Source: an optimization exercise on an open RTL-to-GDS flow (aim: small area). Production flows keep margins and buffers that such runs may drop.
Only simulation tests tie the RTL to the original design; equivalence was not proved.
Power figures rest on the tool's default switching activity, not on a simulated workload.

Design cvt_unit, start of the top module:
module cvt_unit (
    input  wire         clk,
    input  wire         rst_n,        
    input  wire         in_valid,
    input  wire [255:0] in_data,      
    input  wire [7:0]   in_mask,      
    input  wire [2:0]   in_dfmt,
    input  wire [2:0]   in_rm,
    input  wire         wr_rmax,
    input  wire         wr_nsat,
    input  wire         wr_nflz,
    input  wire [63:0]  wr_data,
    output reg          out_valid,
    output reg  [127:0] out_data,     
    output reg  [63:0]  rmax,
    output reg  [31:0]  nsat,
    output reg  [31:0]  nflz
);
    localparam LANES = 8;
    wire [127:0] res_all;
    wire [7:0]   l_sat;
    wire [7:0]   l_flz;
    wire [7:0]   l_ok;
    wire f16 = ~in_dfmt[2] & ~in_dfmt[1] & ~in_dfmt[0];
    wire f8  = ~in_dfmt[1] & in_dfmt[0];
    wire f8x = in_dfmt[1] & ~in_dfmt[0];
    wire fi8 = in_dfmt[1] & in_dfmt[0];
    wire fu8 = in_dfmt[2];
    wire [3:0] rmode = {~in_rm[2] & in_rm[1] & in_rm[0], ~in_rm[2] & in_rm[1] & ~in_rm[0],
                        ~in_rm[1] & in_rm[0], ~in_rm[2] & ~in_rm[1] & ~in_rm[0]};
    genvar g;
    generate
        for (g = 0; g < LANES; g = g + 1) begin : lane
  ...
Size in the first run: ~4200 cells after synthesis, ~260 flip-flops, ~600 I/O pins, about 25000 um2 of cells after synthesis.
==> flow/config.mk <==
export PLATFORM = sky130hd
export DESIGN_NAME = cvt_unit
export DESIGN_NICKNAME = cvt_unit
export VERILOG_FILES = /design/flow/design.v
export SDC_FILE = /design/flow/constraint.sdc
export NUM_CORES = 4
export LEC_CHECK = 0
export CAP_MARGIN = 20
export CORE_MARGIN = 2
export CORE_UTILIZATION = 50
export CTS_BUF_LIST = sky130_fd_sc_hd__clkbuf_4
export SLEW_MARGIN = 20
==> flow/constraint.sdc <==
create_clock -name core_clock -period 28.0 [get_ports {clk}]
set_input_delay 5.6000 -clock core_clock [delete_from_list [all_inputs] [get_ports {clk}]]
set_output_delay 5.6000 -clock core_clock [all_outputs]
set_load 0.01 [all_outputs]
standard.sh (not shown) runs the stock make flow with config.mk's settings and CLKGATE_MAP_FILE= SYNTH_SCRIPT=/design/flow/synth_recipe.tcl, a recipe that flattens the netlist after the stock synthesis.
==> flow/flow/run.sh <==
#!/bin/bash
# Layout flow: the standard ORFS flow, with these changes to how the
# netlist is built:
#  - synthesis keeps the lane and counter modules (cvt_lane, cvt_count)
#    apart until technology mapping; they are not timing-critical and are
#    mapped with an area-oriented ABC script (flow/area.abc: ABC's deepsyn
#    AIG optimisation, then area mapping). The top level, which holds the
#    timing-critical RMAX path and every register, is mapped with
#    flow/top.abc (AIG restructuring, area mapping, then ABC's buffering
#    and gate sizing towards a delay target). Full- and half-adder
#    extraction is skipped (ADDER_MAP_FILE empty): ABC maps that logic
#    smaller here. The rest
#    of the standard flow's synthesis script is unchanged and the design is flattened
#    before it is written, so the registers keep their names and cells;
#  - the port buffers that global placement inserts are buf_1 cells.
# Each tool's output goes to the ORFS logs under orfs/logs and to
# standard.log in this folder.
set -euo pipefail
W=$PWD
F=$W/flow

# ORFS's synth.tcl with the ABC call split by module, and the standard flow's synthesis
# wrapper sourcing it in place of the original
sed -e 's|^  log_cmd abc {\*}\$abc_args$|  log_cmd abc {*}[lreplace $abc_args 1 1 $::env(AREA_ABC_SCRIPT)] cvt_lane cvt_count\n  log_cmd abc {*}[lreplace $abc_args 1 1 $::env(TOP_ABC_SCRIPT)] cvt_unit|' \
    "$FLOW_HOME/scripts/synth.tcl" > "$W/synth_area.tcl"
grep -q AREA_ABC_SCRIPT "$W/synth_area.tcl"
sed "s|source \$::env(SCRIPTS_DIR)/synth.tcl|source $W/synth_area.tcl|" \
    "$W/synth_recipe.tcl" > "$W/synth_wrap.tcl"
grep -q "synth_area.tcl" "$W/synth_wrap.tcl"

bash "$W/standard.sh" \
    SYNTH_SCRIPT="$W/synth_wrap.tcl" \
    SYNTH_KEEP_MODULES="cvt_lane cvt_count" \
    ADDER_MAP_FILE= \
    AREA_ABC_SCRIPT="$F/area.abc" \
    TOP_ABC_SCRIPT="$F/top.abc" \
    BUFFER_PORTS_ARGS="-buffer_cell sky130_fd_sc_hd__buf_1" \
    finish > "$W/standard.log" 2>&1
Other scripts of this flow, unchanged in this note and not shown: flow/flow/area.abc, flow/flow/top.abc
Then changed:
Settings changed: CTS_BUF_LIST sky130_fd_sc_hd__clkbuf_4 to default.
Effect: Wire length is lower by 1.2%. Sequential share of layout area falls by 0.14 points. Critical path depth is lower by 7. Design area rose by about 0.8%. Worst hold slack barely changes. Synthesized area barely changes. Final cell count falls by 2.2%. Flip-flop and latch count stays the same. Combinational power is about the same. Die area stays flat. Synthesized cell count went down by about 1.3%.

==> afterwards: timing with drivers on the ports <==
The results above use ideal ports. As a check the final layouts listed here were re-extracted and re-timed, cells and wires unchanged.
Step 1 assumes that a clkbuf_16 drives the clock port and a buf_2 every other input.
Step 2 times the ports against the registers' clock, not the clock port: input delays grow and output delays shrink by t, the midpoint of the rising clock arrivals with the driver on.
a / b / c = ideal ports / drivers / drivers and shift; a / b = the first two.
| run | shift t [ns] | setup WS [ns] | hold slack, ns | cell pins on the clock port's net |
|---|---|---|---|---|
| the first run | 0.888 | 2.659 / 2.700 / 1.812 | 0.544 / 0.544 / 0.544 | 1 |
| the second run | 0.663 | 3.191 / 3.209 / 2.546 | 0.542 / 0.542 / 0.542 | 1 |
After both steps setup and hold are still met in every run listed. For the first run, which loses most, drivers alone change the setup slack by +0.041 ns; drivers and shift together by -0.847 ns.
